This is an optimization exercise on Yosys and OpenROAD, whose aim is small area, a short achievable clock period and few clock cycles per item, not a production implementation.
Where RTL was checked, it was by simulation tests only, not by an equivalence proof against the original.

==> build 84 <==
// srgen
module srgen (
    input  wire        clk,
    input  wire        rst,
    input  wire        cfg_valid,
    output wire        cfg_ready,
    input  wire [63:0] cfg_key,
    input  wire [31:0] cfg_site,
    input  wire [31:0] cfg_step,
    output reg         out_valid,
    input  wire        out_ready,
    output reg  [63:0] out_word
);
export LEC_CHECK = 0
export CAP_MARGIN = 40
export CORE_MARGIN = 2
export CORE_UTILIZATION = 55
export PLACE_DENSITY = 0.72
export SLEW_MARGIN = 50
export SYNTH_HIERARCHICAL = 1
export SYNTH_MINIMUM_KEEP_SIZE = 0
create_clock -name core_clock -period 28.0 [get_ports {clk}]
standard.sh (not shown) runs the stock make flow with config.mk's settings and CLKGATE_MAP_FILE= SYNTH_SCRIPT=/design/flow/synth_recipe.tcl, a recipe that flattens the netlist after the stock synthesis.
==> flow/flow/run.sh <==
#!/bin/bash
# The standard layout (standard.sh) with the resizer's setup repair aiming
# for slack well above zero at the design's clock period; the SDC is the standard flow's,
# unchanged. Ports are buffered with buf_2 rather than the smallest buffer.
export SETUP_SLACK_MARGIN=20.9
export BUFFER_PORTS_ARGS="-buffer_cell sky130_fd_sc_hd__buf_2"
bash standard.sh > standard_flow.log 2>&1
==> build 60 (differences from build 84) <==
--- a/flow/design.v
+++ b/flow/design.v
@@ -19,19 +19,18 @@
     reg  [63:0] tphi;
     reg  [63:0] zin;
     reg  [63:0] mid;
     wire idle = ~|ph;
     wire start = idle & cfg_valid;
     assign cfg_ready = ph[2];
     wire adv = ~out_valid | out_ready;
     wire sync = run & ~rwd & ~rpl;    
-    wire [63:0] a1, na1;
-    srgen_xs30 u_xs30 (.z(zin), .y(a1));
-    srgen_xs30n u_xs30n (.z(zin), .y(na1));
+    wire [63:0] a1 = zin ^ (zin >> 30);
+    wire [63:0] na1 = ~a1;
     wire sa_1;
 srgen_an2 u_sa_1 (.a(cfg_site[1]), .b(cfg_site[0]), .y(sa_1));
     wire sa_2;
 srgen_an2 u_sa_2 (.a(cfg_site[3]), .b(cfg_site[2]), .y(sa_2));
     wire sa_3;
 srgen_an2 u_sa_3 (.a(cfg_site[5]), .b(cfg_site[4]), .y(sa_3));
     wire sa_4;
 srgen_an2 u_sa_4 (.a(cfg_site[6]), .b(cfg_site[5]), .y(sa_4));
@@ -3325,27 +3324,29 @@
 srgen_fa u_th_347 (.a(sb[2]), .b(sb[0]), .c(th_340), .s(th_347), .co(th_348));
     wire th_349, th_350;
 srgen_fa u_th_349 (.a(th_345), .b(th_342), .c(th_347), .s(th_349), .co(th_350));
     wire [63:0] th_r0 = {th_349, th_343, th_337, th_329, th_323, th_317, th_311, th_305, th_299, th_293, th_287, th_280, th_279, th_275, th_268, th_267, th_261, th_255, th_249, th_241, th_233, th_225, th_217, th_209, th_194, th_193, th_185, th_179, th_173, th_167, th_161, th_152, th_151, th_147, th_145, th_141, th_137, th_133, th_127, th_119, th_111, th_103, th_95, th_87, th_81, th_72, th_71, th_67, th_63, th_59, th_57, th_55, th_51, th_45, th_39, th_33, th_22, th_21, th_12, th_11, th_6, th_5, th_3, th_1};
     wire [63:0] th_r1 = {th_344, th_338, 1'b0, 1'b0, 1'b0, th_312, 1'b0, th_300, 1'b0, 1'b0, 1'b0, th_283, th_276, 1'b0, th_271, th_262, th_256, 1'b0, 1'b0, th_234, 1'b0, 1'b0, th_210, 1'b0, th_201, th_186, 1'b0, th_174, 1'b0, 1'b0, 1'b0, th_155, th_148, th_146, 1'b0, 1'b0, th_134, th_128, 1'b0, 1'b0, 1'b0, th_96, 1'b0, th_82, 1'b0, th_75, th_68, 1'b0, 1'b0, 1'b0, th_56, 1'b0, 1'b0, 1'b0, 1'b0, 1'b0, th_27, 1'b0, th_15, 1'b0, th_7, th_4, 1'b0, 1'b0};
     wire [63:0] tnext = th_r0 + th_r1;
     wire        selb = ph[1] | ph[3] | ph[5];
     wire [63:0] xmask = ph[1] ? cfg_key : (ph[3] ? tnext : 64'd0);
+    wire [63:0] ow_d;
+    srgen_hold64 u_hold (.q(out_word), .d(wb), .en(adv), .y(ow_d));
     always @(posedge clk) begin
         case (1'b1)
             ph[0]:   sbyte <= cfg_step[23:16];
             ph[1]:   sbyte <= cfg_step[15:8];
             ph[2]:   sbyte <= cfg_step[7:0];
             default: sbyte <= start ? cfg_step[31:24] : 8'd1;
         endcase
         tphi <= tnext;
         zin <= start ? sphi : (selb ? (wb ^ xmask) : tnext);
         mid <= q1;
-        if (adv) out_word <= wb;
+        out_word <= ow_d;
         if (rst) begin
             ph        <= 7'd0;
             run       <= 1'b0;
             rwd       <= 1'b0;
             rpl       <= 1'b0;
             out_valid <= 1'b0;
         end else begin
             ph  <= {ph[5:3], ph[2] & cfg_valid, ph[1:0], start};
@@ -3353,27 +3354,23 @@
             rpl <= rwd & ~start;
             if (start) run <= 1'b0;
             else if (ph[6]) run <= 1'b1;
             if (sync & ~start) out_valid <= 1'b1;
             else out_valid <= out_valid & ~out_ready & ~ph[2];
         end
     end
 endmodule
-module srgen_xs30 (
-    input  wire [63:0] z,
+module srgen_hold64 (
+    input  wire [63:0] q,
+    input  wire [63:0] d,
+    input  wire        en,
     output wire [63:0] y
 );
-    assign y = z ^ (z >> 30);
-endmodule
-module srgen_xs30n (
-    input  wire [63:0] z,
-    output wire [63:0] y
-);
-    assign y = ~(z ^ (z >> 30));
+    assign y = en ? d : q;
 endmodule
 module srgen_ao21 (
     input  wire a,
     input  wire b,
     input  wire c,
     output wire y
 );
     assign y = a | (b & c);
==> flow/flow/run.sh (replaced) <==
#!/bin/bash
# The standard layout (standard.sh) with the resizer's setup repair aiming
# for slack well above zero at the design's clock period; the SDC is the standard flow's,
# unchanged. Ports are buffered with buf_2 rather than the smallest buffer.
export SETUP_SLACK_MARGIN=21.2
export BUFFER_PORTS_ARGS="-buffer_cell sky130_fd_sc_hd__buf_2"
bash standard.sh > standard_flow.log 2>&1
Settings changed: PLACE_DENSITY 0.72 to not set.
==> notes <==
Against build 84, the cell count of build 60 is higher by 4.2%.
Global-route usage: build 84 is lower than build 60 (2.7 points).
Between build 60 and build 84, the lower sequential share of layout area is in build 60 (gap 1.5 points).
Against build 60, the non-clock buffer count of build 84 is lower by 239.
Die area is about the same in build 84 and build 60.
Between build 60 and build 84, the lower first-iteration DRC count is in build 84 (gap 0.68%, measured against build 84).
Of build 60 and build 84, build 84 has the higher worst hold slack (gap 68 ps).
==> figures <==
metric                                                   build 60   build 84
Maximum operating frequency                               142 MHz    140 MHz
Inverters, non-clock                                          265        253
Time the worst path needs with I/O delays and setup       7030 ps    7120 ps
Signal buf overhead                                        0.0992     0.0626
Placed cells                                                 5576       5598
Final estimated routing congestion in global placement       1.02       1.08
DR vias                                                     39200      38100
Net Count, Synth                                             5856       5896
Status                                   timing/DRC/antenna clean  timing/DRC/antenna clean
Post-route cell area                                    61200 µm²  58100 µm²
Longest individual stage delay on the worst path           380 ps     600 ps
Global-route met2 utilization                               0.647      0.626
Layout-stage area growth over the synthesis result          21.2%      14.8%
Sum of routed wire length over all layers               213000 µm  199000 µm
Total CTS buffers                                              34         31
M1 wire length                                           78200 µm   69500 µm
First-pass GRT wire length                              299000 µm  286000 µm
Function was not checked in any run of this note: the RTL went through the layout flow alone.

==> inputs of run P <==
srgen, a different RTL version from the one above (not shown whole).
export LEC_CHECK = 0
export ABC_CLOCK_PERIOD_IN_PS = 6000
export CAP_MARGIN = 20
export CORE_MARGIN = 2
export CORE_UTILIZATION = 55
export SETUP_SLACK_MARGIN = 5
export SLEW_MARGIN = 20
export SYNTH_HIERARCHICAL = 1
export SYNTH_MINIMUM_KEEP_SIZE = 0
create_clock -name core_clock -period 28.0 [get_ports {clk}]
run.sh (not shown) runs the stock make flow with config.mk's settings and CLKGATE_MAP_FILE= SYNTH_SCRIPT=/design/flow/synth_recipe.tcl, a recipe that flattens the netlist after the stock synthesis.
Stock flow here: none of the scripts above is used.
==> run Y: changes against run P <==
--- a/flow/design.v
+++ b/flow/design.v
@@ -9,24 +9,26 @@
     output reg         out_valid,
     input  wire        out_ready,
     output reg  [63:0] out_word
 );
     localparam [63:0] PHI = 64'h9E37_79B9_7F4A_7C15;
     reg  [7:0]  ph;
     reg         run;         
+    reg         rwd;
+    reg         rpl;
     reg  [31:0] site_q;
     reg  [7:0]  sbyte;
     reg  [63:0] tphi;
     reg  [63:0] zin;
     reg  [63:0] mid;
     wire idle = ~|ph;
     wire start = idle & cfg_valid;
     assign cfg_ready = ph[2];
     wire adv = ~out_valid | out_ready;
-    wire padv = ~idle | adv;
+    wire sync = run & ~rwd & ~rpl;    
     wire [63:0] a1 = zin ^ (zin >> 30);
     wire [63:0] na1 = ~a1;
     wire ta_1 = ~(a1[3] ^ na1[0]);
     wire ta_2 = a1[3] | na1[0];
     wire ta_3, ta_4;
 srgen_fa u_ta_3 (.a(a1[4]), .b(na1[1]), .c(ta_2), .s(ta_3), .co(ta_4));
     wire ta_5, ta_6;
@@ -2851,40 +2853,42 @@
 srgen_fa u_th_257 (.a(sb[2]), .b(sb[0]), .c(th_250), .s(th_257), .co(th_258));
     wire th_259, th_260;
 srgen_fa u_th_259 (.a(th_255), .b(th_252), .c(th_257), .s(th_259), .co(th_260));
     wire [63:0] th_r0 = {th_259, th_253, th_247, th_241, th_234, th_230, th_226, th_225, th_218, th_217, th_213, th_209, th_205, th_201, th_197, th_190, th_189, th_182, th_176, th_170, th_164, th_158, th_152, th_146, th_140, th_134, th_130, th_126, th_122, th_118, th_117, th_113, th_109, th_105, th_103, th_99, th_95, th_91, th_85, th_79, th_71, th_63, th_50, th_49, th_43, th_34, th_33, th_28, th_27, th_25, th_23, th_21, th_19, th_15, th_10, th_8, th_6, th_4, th_2, th_1, sb[3], sb[2], sb[1], sb[0]};
     wire [63:0] th_r1 = {th_254, 1'b0, 1'b0, th_238, th_237, th_233, th_229, th_222, th_221, th_214, 1'b0, 1'b0, 1'b0, 1'b0, 1'b0, th_193, th_186, th_185, th_181, th_175, th_169, th_163, th_157, th_151, th_145, th_139, th_133, th_129, th_125, th_121, th_114, 1'b0, 1'b0, th_104, 1'b0, 1'b0, th_92, 1'b0, th_80, 1'b0, 1'b0, 1'b0, th_55, th_44, 1'b0, th_37, 1'b0, th_29, th_26, 1'b0, 1'b0, th_20, 1'b0, 1'b0, th_11, th_9, th_7, th_5, th_3, 1'b0, sb[1], sb[0], 1'b0, 1'b0};
     wire [63:0] tnext = th_r0 + th_r1;
     wire [63:0] inc_in = ph[0] ? {32'd0, site_q} : zin;
-    wire [63:0] inc = inc_in + PHI;
+    wire [63:0] inc = inc_in + (rwd ? -(PHI + PHI) : PHI);
     wire        selb = ph[2] | ph[4] | ph[6];
     wire [63:0] xmask = ph[2] ? cfg_key : (ph[4] ? tphi : 64'd0);
     always @(posedge clk) begin
         site_q <= cfg_site;
         case (1'b1)
             ph[0]:   sbyte <= cfg_step[23:16];
             ph[1]:   sbyte <= cfg_step[15:8];
             ph[2]:   sbyte <= cfg_step[7:0];
             default: sbyte <= cfg_step[31:24];
         endcase
         tphi <= tnext;
-        if (padv) begin
-            zin <= selb ? (wb ^ xmask) : inc;
-            mid <= q1;
-        end
+        zin <= selb ? (wb ^ xmask) : inc;
+        mid <= q1;
         if (adv) out_word <= wb;
         if (rst) begin
             ph        <= 8'd0;
             run       <= 1'b0;
+            rwd       <= 1'b0;
+            rpl       <= 1'b0;
             out_valid <= 1'b0;
         end else begin
-            ph <= {ph[6:3], ph[2] & cfg_valid, ph[1:0], start};
+            ph  <= {ph[6:3], ph[2] & cfg_valid, ph[1:0], start};
+            rwd <= sync & ~start & ~adv;
+            rpl <= rwd & ~start;
             if (start) run <= 1'b0;
             else if (ph[7]) run <= 1'b1;
-            if (run & ~start) out_valid <= 1'b1;
+            if (sync & ~start) out_valid <= 1'b1;
             else out_valid <= out_valid & ~out_ready & ~ph[2];
         end
     end
 endmodule
 module srgen_fa (
     input  wire a,
     input  wire b,
==> flow/flow/run.sh (new file) <==
#!/bin/bash
# The standard layout (standard.sh) with the resizer's setup repair aiming
# for slack well above zero at the design's clock period; the SDC is the standard flow's,
# unchanged. Ports are buffered with buf_2 rather than the smallest buffer.
export SETUP_SLACK_MARGIN=21
export BUFFER_PORTS_ARGS="-buffer_cell sky130_fd_sc_hd__buf_2"
bash standard.sh > standard_flow.log 2>&1
==> flow/standard.sh (new file) <==
#!/bin/bash
# synth_recipe.tcl (not shown) runs the flow's synth.tcl, then flattens the netlist and writes it again
# the make line also repeats each setting of config.mk as NAME=value (left out here)
make -C /OpenROAD-flow-scripts/flow DESIGN_CONFIG=/design/flow/config.mk WORK_HOME=/design/flow/orfs CLKGATE_MAP_FILE= SYNTH_SCRIPT=/design/flow/synth_recipe.tcl "${@:-finish}"
==> flow/config.mk (replaced) <==
export PLATFORM = sky130hd
export DESIGN_NAME = srgen
export DESIGN_NICKNAME = srgen
export VERILOG_FILES = /design/flow/design.v
export SDC_FILE = /design/flow/constraint.sdc
export NUM_CORES = 4
export LEC_CHECK = 0
export CAP_MARGIN = 20
export CORE_MARGIN = 2
export CORE_UTILIZATION = 55
export SLEW_MARGIN = 20
export SYNTH_HIERARCHICAL = 1
export SYNTH_MINIMUM_KEEP_SIZE = 0
removed: flow/run.sh
==> summary.txt <==
In run Y the global-route usage is higher than in run P, by 0.46 points. Via count: run P is smaller than run Y (about 8%). Of run P and run Y, run P has the higher first-iteration DRC count (gap about 1.6%, measured against run Y). In run Y the clock skew is higher than in run P, by 0.025 ns. Between run Y and run P, the lower fmax is in run P (gap 23%, measured against run P). Run P finished clean. Run Y ran to the end with no violations.
==> figures <==
quantity                                                                    run P                    run Y
Met1 wire length                                                         71300 um                 76600 um
Die boundary width                                                         307 um                   311 um
Run status                                                complete, no violations  complete, no violations
Placement-stage cell area                                            0.0547 sq mm             0.0550 sq mm
Vias post-DR                                                                35.6k                    38.7k
Final design utilization                                                    61.3%                    63.9%
Routed wire length per instance                                           35.2 um                  33.7 um
Area of the multi-input gates                                        0.0414 sq mm             0.0446 sq mm
Number of buffers added by the clock tree synthesis step                       38                       40
Final worst path period need                                              8.60 ns                  7.02 ns
Testbench counts of run Y, summed over its fixed seeds: cycles 13,345, items 10,457.
Only the layout flow was run in run P; the RTL was not checked for function there.

==> 05-09: inputs <==
RTL: one of the versions met above, not the one the previous note started from.
==> flow/design.v (excerpt) <==
module srgen (
    input  wire        clk,
    input  wire        rst,
    input  wire        cfg_valid,
    output wire        cfg_ready,
    input  wire [63:0] cfg_key,
    input  wire [31:0] cfg_site,
    input  wire [31:0] cfg_step,
    output reg         out_valid,
    input  wire        out_ready,
    output reg  [63:0] out_word
);
    localparam [63:0] PHI = 64'h9E37_79B9_7F4A_7C15;
    reg  [6:0]  ph;
    reg         run;         
    reg         rwd;
    reg         rpl;
    reg  [7:0]  sbyte;
    reg  [63:0] tphi;
    reg  [63:0] zin;
    reg  [63:0] mid;
    wire idle = ~|ph;
    wire start = idle & cfg_valid;
    assign cfg_ready = ph[2];
    wire adv = ~out_valid | out_ready;
    wire sync = run & ~rwd & ~rpl;    
    wire [63:0] a1 = zin ^ (zin >> 30);
    wire [63:0] na1 = ~a1;
    wire sa_1;
srgen_an2 u_sa_1 (.a(cfg_site[1]), .b(cfg_site[0]), .y(sa_1));
    wire sa_2;
srgen_an2 u_sa_2 (.a(cfg_site[3]), .b(cfg_site[2]), .y(sa_2));
    wire sa_3;
srgen_an2 u_sa_3 (.a(cfg_site[5]), .b(cfg_site[4]), .y(sa_3));
    wire sa_4;
srgen_an2 u_sa_4 (.a(cfg_site[6]), .b(cfg_site[5]), .y(sa_4));
    wire sa_5;
srgen_an2 u_sa_5 (.a(cfg_site[7]), .b(cfg_site[6]), .y(sa_5));
    wire sa_6;
srgen_an2 u_sa_6 (.a(cfg_site[8]), .b(cfg_site[7]), .y(sa_6));
    wire sa_7;
srgen_an2 u_sa_7 (.a(cfg_site[9]), .b(cfg_site[8]), .y(sa_7));
    wire sa_8 = cfg_site[11] | cfg_site[10];
    wire sa_9 = cfg_site[12] | cfg_site[11];
    wire sa_10 = cfg_site[13] | cfg_site[12];
    wire sa_11 = cfg_site[14] | cfg_site[13];
    wire sa_12;
srgen_an2 u_sa_12 (.a(cfg_site[15]), .b(cfg_site[14]), .y(sa_12));
    wire sa_13;
srgen_an2 u_sa_13 (.a(cfg_site[16]), .b(cfg_site[15]), .y(sa_13));
    wire sa_14;
srgen_an2 u_sa_14 (.a(cfg_site[18]), .b(cfg_site[17]), .y(sa_14));
  ...
==> flow/config.mk <==
export PLATFORM = sky130hd
export DESIGN_NAME = srgen
export DESIGN_NICKNAME = srgen
export VERILOG_FILES = /design/flow/design.v
export SDC_FILE = /design/flow/constraint.sdc
export NUM_CORES = 4
export LEC_CHECK = 0
export CAP_MARGIN = 40
export CORE_MARGIN = 2
export CORE_UTILIZATION = 55
export SLEW_MARGIN = 50
export SYNTH_HIERARCHICAL = 1
export SYNTH_MINIMUM_KEEP_SIZE = 0
==> flow/constraint.sdc <==
create_clock -name core_clock -period 28.0 [get_ports {clk}]
set_input_delay 5.6000 -clock core_clock [delete_from_list [all_inputs] [get_ports {clk}]]
set_output_delay 5.6000 -clock core_clock [all_outputs]
set_load 0.01 [all_outputs]
standard.sh (not shown) runs the stock make flow with config.mk's settings and CLKGATE_MAP_FILE= SYNTH_SCRIPT=/design/flow/synth_recipe.tcl, a recipe that flattens the netlist after the stock synthesis.
==> flow/flow/run.sh <==
#!/bin/bash
# The standard layout (standard.sh) with the resizer's setup repair aiming
# for slack well above zero at the design's clock period; the SDC is the standard flow's,
# unchanged. Ports are buffered with buf_2 rather than the smallest buffer.
export SETUP_SLACK_MARGIN=21.4
export BUFFER_PORTS_ARGS="-buffer_cell sky130_fd_sc_hd__buf_2"
bash standard.sh > standard_flow.log 2>&1
==> 05-03 (differences from 05-09) <==
--- a/flow/design.v
+++ b/flow/design.v
@@ -3325,27 +3325,25 @@
     wire th_349, th_350;
 srgen_fa u_th_349 (.a(th_345), .b(th_342), .c(th_347), .s(th_349), .co(th_350));
     wire [63:0] th_r0 = {th_349, th_343, th_337, th_329, th_323, th_317, th_311, th_305, th_299, th_293, th_287, th_280, th_279, th_275, th_268, th_267, th_261, th_255, th_249, th_241, th_233, th_225, th_217, th_209, th_194, th_193, th_185, th_179, th_173, th_167, th_161, th_152, th_151, th_147, th_145, th_141, th_137, th_133, th_127, th_119, th_111, th_103, th_95, th_87, th_81, th_72, th_71, th_67, th_63, th_59, th_57, th_55, th_51, th_45, th_39, th_33, th_22, th_21, th_12, th_11, th_6, th_5, th_3, th_1};
     wire [63:0] th_r1 = {th_344, th_338, 1'b0, 1'b0, 1'b0, th_312, 1'b0, th_300, 1'b0, 1'b0, 1'b0, th_283, th_276, 1'b0, th_271, th_262, th_256, 1'b0, 1'b0, th_234, 1'b0, 1'b0, th_210, 1'b0, th_201, th_186, 1'b0, th_174, 1'b0, 1'b0, 1'b0, th_155, th_148, th_146, 1'b0, 1'b0, th_134, th_128, 1'b0, 1'b0, 1'b0, th_96, 1'b0, th_82, 1'b0, th_75, th_68, 1'b0, 1'b0, 1'b0, th_56, 1'b0, 1'b0, 1'b0, 1'b0, 1'b0, th_27, 1'b0, th_15, 1'b0, th_7, th_4, 1'b0, 1'b0};
     wire [63:0] tnext = th_r0 + th_r1;
     wire        selb = ph[1] | ph[3] | ph[5];
     wire [63:0] xmask = ph[1] ? cfg_key : (ph[3] ? tnext : 64'd0);
-    wire [63:0] ow_d;
-    srgen_hold64 u_hold (.q(out_word), .d(wb), .en(adv), .y(ow_d));
     always @(posedge clk) begin
         case (1'b1)
             ph[0]:   sbyte <= cfg_step[23:16];
             ph[1]:   sbyte <= cfg_step[15:8];
             ph[2]:   sbyte <= cfg_step[7:0];
             default: sbyte <= start ? cfg_step[31:24] : 8'd1;
         endcase
         tphi <= tnext;
         zin <= start ? sphi : (selb ? (wb ^ xmask) : tnext);
         mid <= q1;
-        out_word <= ow_d;
+        if (adv) out_word <= wb;
         if (rst) begin
             ph        <= 7'd0;
             run       <= 1'b0;
             rwd       <= 1'b0;
             rpl       <= 1'b0;
             out_valid <= 1'b0;
         end else begin
@@ -3355,22 +3353,14 @@
             if (start) run <= 1'b0;
             else if (ph[6]) run <= 1'b1;
             if (sync & ~start) out_valid <= 1'b1;
             else out_valid <= out_valid & ~out_ready & ~ph[2];
         end
     end
 endmodule
-module srgen_hold64 (
-    input  wire [63:0] q,
-    input  wire [63:0] d,
-    input  wire        en,
-    output wire [63:0] y
-);
-    assign y = en ? d : q;
-endmodule
 module srgen_ao21 (
     input  wire a,
     input  wire b,
     input  wire c,
     output wire y
 );
     assign y = a | (b & c);
==> flow/flow/run.sh (replaced) <==
#!/bin/bash
# The standard layout (standard.sh) with the resizer's setup repair aiming
# for slack well above zero at the design's clock period; the SDC is the standard flow's,
# unchanged. Ports are buffered with buf_2 rather than the smallest buffer.
export SETUP_SLACK_MARGIN=20.9
export BUFFER_PORTS_ARGS="-buffer_cell sky130_fd_sc_hd__buf_2"
bash standard.sh > standard_flow.log 2>&1
--- a/flow/config.mk
+++ b/flow/config.mk
@@ -4,10 +4,11 @@
 export VERILOG_FILES = /design/flow/design.v
 export SDC_FILE = /design/flow/constraint.sdc
 export NUM_CORES = 4
 export LEC_CHECK = 0
 export CAP_MARGIN = 40
 export CORE_MARGIN = 2
 export CORE_UTILIZATION = 55
+export PLACE_DENSITY = 0.72
 export SLEW_MARGIN = 50
 export SYNTH_HIERARCHICAL = 1
 export SYNTH_MINIMUM_KEEP_SIZE = 0
==> 10-05 (differences from 05-09) <==
--- a/flow/design.v
+++ b/flow/design.v
@@ -3325,27 +3325,25 @@
     wire th_349, th_350;
 srgen_fa u_th_349 (.a(th_345), .b(th_342), .c(th_347), .s(th_349), .co(th_350));
     wire [63:0] th_r0 = {th_349, th_343, th_337, th_329, th_323, th_317, th_311, th_305, th_299, th_293, th_287, th_280, th_279, th_275, th_268, th_267, th_261, th_255, th_249, th_241, th_233, th_225, th_217, th_209, th_194, th_193, th_185, th_179, th_173, th_167, th_161, th_152, th_151, th_147, th_145, th_141, th_137, th_133, th_127, th_119, th_111, th_103, th_95, th_87, th_81, th_72, th_71, th_67, th_63, th_59, th_57, th_55, th_51, th_45, th_39, th_33, th_22, th_21, th_12, th_11, th_6, th_5, th_3, th_1};
     wire [63:0] th_r1 = {th_344, th_338, 1'b0, 1'b0, 1'b0, th_312, 1'b0, th_300, 1'b0, 1'b0, 1'b0, th_283, th_276, 1'b0, th_271, th_262, th_256, 1'b0, 1'b0, th_234, 1'b0, 1'b0, th_210, 1'b0, th_201, th_186, 1'b0, th_174, 1'b0, 1'b0, 1'b0, th_155, th_148, th_146, 1'b0, 1'b0, th_134, th_128, 1'b0, 1'b0, 1'b0, th_96, 1'b0, th_82, 1'b0, th_75, th_68, 1'b0, 1'b0, 1'b0, th_56, 1'b0, 1'b0, 1'b0, 1'b0, 1'b0, th_27, 1'b0, th_15, 1'b0, th_7, th_4, 1'b0, 1'b0};
     wire [63:0] tnext = th_r0 + th_r1;
     wire        selb = ph[1] | ph[3] | ph[5];
     wire [63:0] xmask = ph[1] ? cfg_key : (ph[3] ? tnext : 64'd0);
-    wire [63:0] ow_d;
-    srgen_hold64 u_hold (.q(out_word), .d(wb), .en(adv), .y(ow_d));
     always @(posedge clk) begin
         case (1'b1)
             ph[0]:   sbyte <= cfg_step[23:16];
             ph[1]:   sbyte <= cfg_step[15:8];
             ph[2]:   sbyte <= cfg_step[7:0];
             default: sbyte <= start ? cfg_step[31:24] : 8'd1;
         endcase
         tphi <= tnext;
         zin <= start ? sphi : (selb ? (wb ^ xmask) : tnext);
         mid <= q1;
-        out_word <= ow_d;
+        if (adv) out_word <= wb;
         if (rst) begin
             ph        <= 7'd0;
             run       <= 1'b0;
             rwd       <= 1'b0;
             rpl       <= 1'b0;
             out_valid <= 1'b0;
         end else begin
@@ -3355,22 +3353,14 @@
             if (start) run <= 1'b0;
             else if (ph[6]) run <= 1'b1;
             if (sync & ~start) out_valid <= 1'b1;
             else out_valid <= out_valid & ~out_ready & ~ph[2];
         end
     end
 endmodule
-module srgen_hold64 (
-    input  wire [63:0] q,
-    input  wire [63:0] d,
-    input  wire        en,
-    output wire [63:0] y
-);
-    assign y = en ? d : q;
-endmodule
 module srgen_ao21 (
     input  wire a,
     input  wire b,
     input  wire c,
     output wire y
 );
     assign y = a | (b & c);
==> flow/flow/run.sh (replaced) <==
#!/bin/bash
# The standard layout (standard.sh) with the resizer's setup repair aiming
# for slack well above zero at the design's clock period; the SDC is the standard flow's,
# unchanged. Ports are buffered with buf_2 rather than the smallest buffer.
export SETUP_SLACK_MARGIN=21
export BUFFER_PORTS_ARGS="-buffer_cell sky130_fd_sc_hd__buf_2"
bash standard.sh > standard_flow.log 2>&1
==> comparison <==
Non-clock buffer count, lowest first: 05-03, 10-05, 05-09.
Between 05-09 and 10-05, the lower die area is in 10-05 (gap about 0.24%, measured against 10-05).
First-iteration DRC count: 05-09 > 05-03 > 10-05.
Sequential cell count is the same in 05-09 and 05-03.
Global-route usage: 10-05 is higher than 05-03 (2.5 points).
In 05-09 the count of clock-buffer cells in the layout is lower than in 05-03, by 8.
Of 05-09 and 10-05, 05-09 has the higher design area (gap 8.1%, measured against 10-05).
Routed wire length: 05-03 < 10-05 < 05-09.
Via count, lowest first: 10-05, 05-03, 05-09.
==> figures <==
quantity	05-09	10-05	05-03
Outcome	timing/DRC/antenna clean	timing/DRC/antenna clean	timing/DRC/antenna clean
Global routing met3 resource utilization	19.4%	18.2%	15.7%
Startpoint of the lowest-slack register-to-register path	mid[8]	mid[25]	zin[41]
Initial antenna violation count	5	4	3
Signal buf overhead	11.6%	7.47%	6.82%
Synthesized area divided by synthesized cell count	12.2 sq um	12.3 sq um	12.3 sq um
Pre-CTS setup slack	19.82 ns	19.42 ns	19.44 ns
Fraction of the cycle the final worst path needs	25.1%	25.0%	25.2%
Multi-input gate share of total cell area	73.3%	75.6%	75.9%
Multi-input combinational cell area	46,700 sq um	44,600 sq um	44,100 sq um
Max transition margin	48.8%	46.7%	48.5%
Wire length on met1	79.1 mm	77.2 mm	70.2 mm
Number of global-route vias before repair	42,300	39,800	40,300
Die ar.	94,300 sq um	94,100 sq um	94,100 sq um
H-Tree Level Count	1	2	2
Initial Utilization	55.3%	55.2%	55.2%
First-pass GRT wire length	312 mm	296 mm	285 mm
Met2 track utilization from global routing	67.6%	65.3%	62.4%
Die Span Y	307 um	307 um	307 um
Worst path buffer plus inverter count	1	2	1
Testbench counts of 05-03, summed over its fixed seeds: cycles 13,025, items 10,457.
Testbench counts of 10-05, summed over its fixed seeds: cycles 13,025, items 10,457.
Only the layout flow was run in 05-09; the RTL was not checked for function there.

[afterwards: timing with drivers on the ports]
Ports are ideal in the flow. The routed layouts listed here were re-timed in OpenROAD.
Step 1: set_driving_cell puts a clkbuf_16 on clk and a buf_2 on each other input, an assumption about the parent block.
Step 2 adds t to the input delays and takes it off the output delays; t is the mean of the earliest and latest rising clock arrival at the registers after step 1. Input paths then give back, and output paths get back, about the clock's delay inside the block.
Slacks: ideal ports / drivers / drivers and shift; pairs: ideal ports / drivers.
run | t (ns) | setup WS [ns] | slew at the worst register clock pin (ns)
build 84 | 0.691 | 20.876 / 20.876 / 20.293 | 0.07 / 0.07
build 60 | 0.648 | 20.971 / 21.002 / 20.354 | 0.07 / 0.07
run P | 0.663 | 19.402 / 19.402 / 19.402 | 0.07 / 0.07
run Y | 0.669 | 20.983 / 20.983 / 20.913 | 0.08 / 0.08
05-09 | 0.711 | 20.983 / 21.016 / 20.305 | 0.07 / 0.07
05-03 | 0.623 | 20.939 / 20.899 / 20.276 | 0.07 / 0.07
10-05 | 0.623 | 21.006 / 21.007 / 20.384 | 0.07 / 0.07
After both steps setup and hold are still met in every run listed. For 05-09, which loses most, drivers alone change the setup slack by +0.033 ns; drivers and shift together by -0.678 ns.
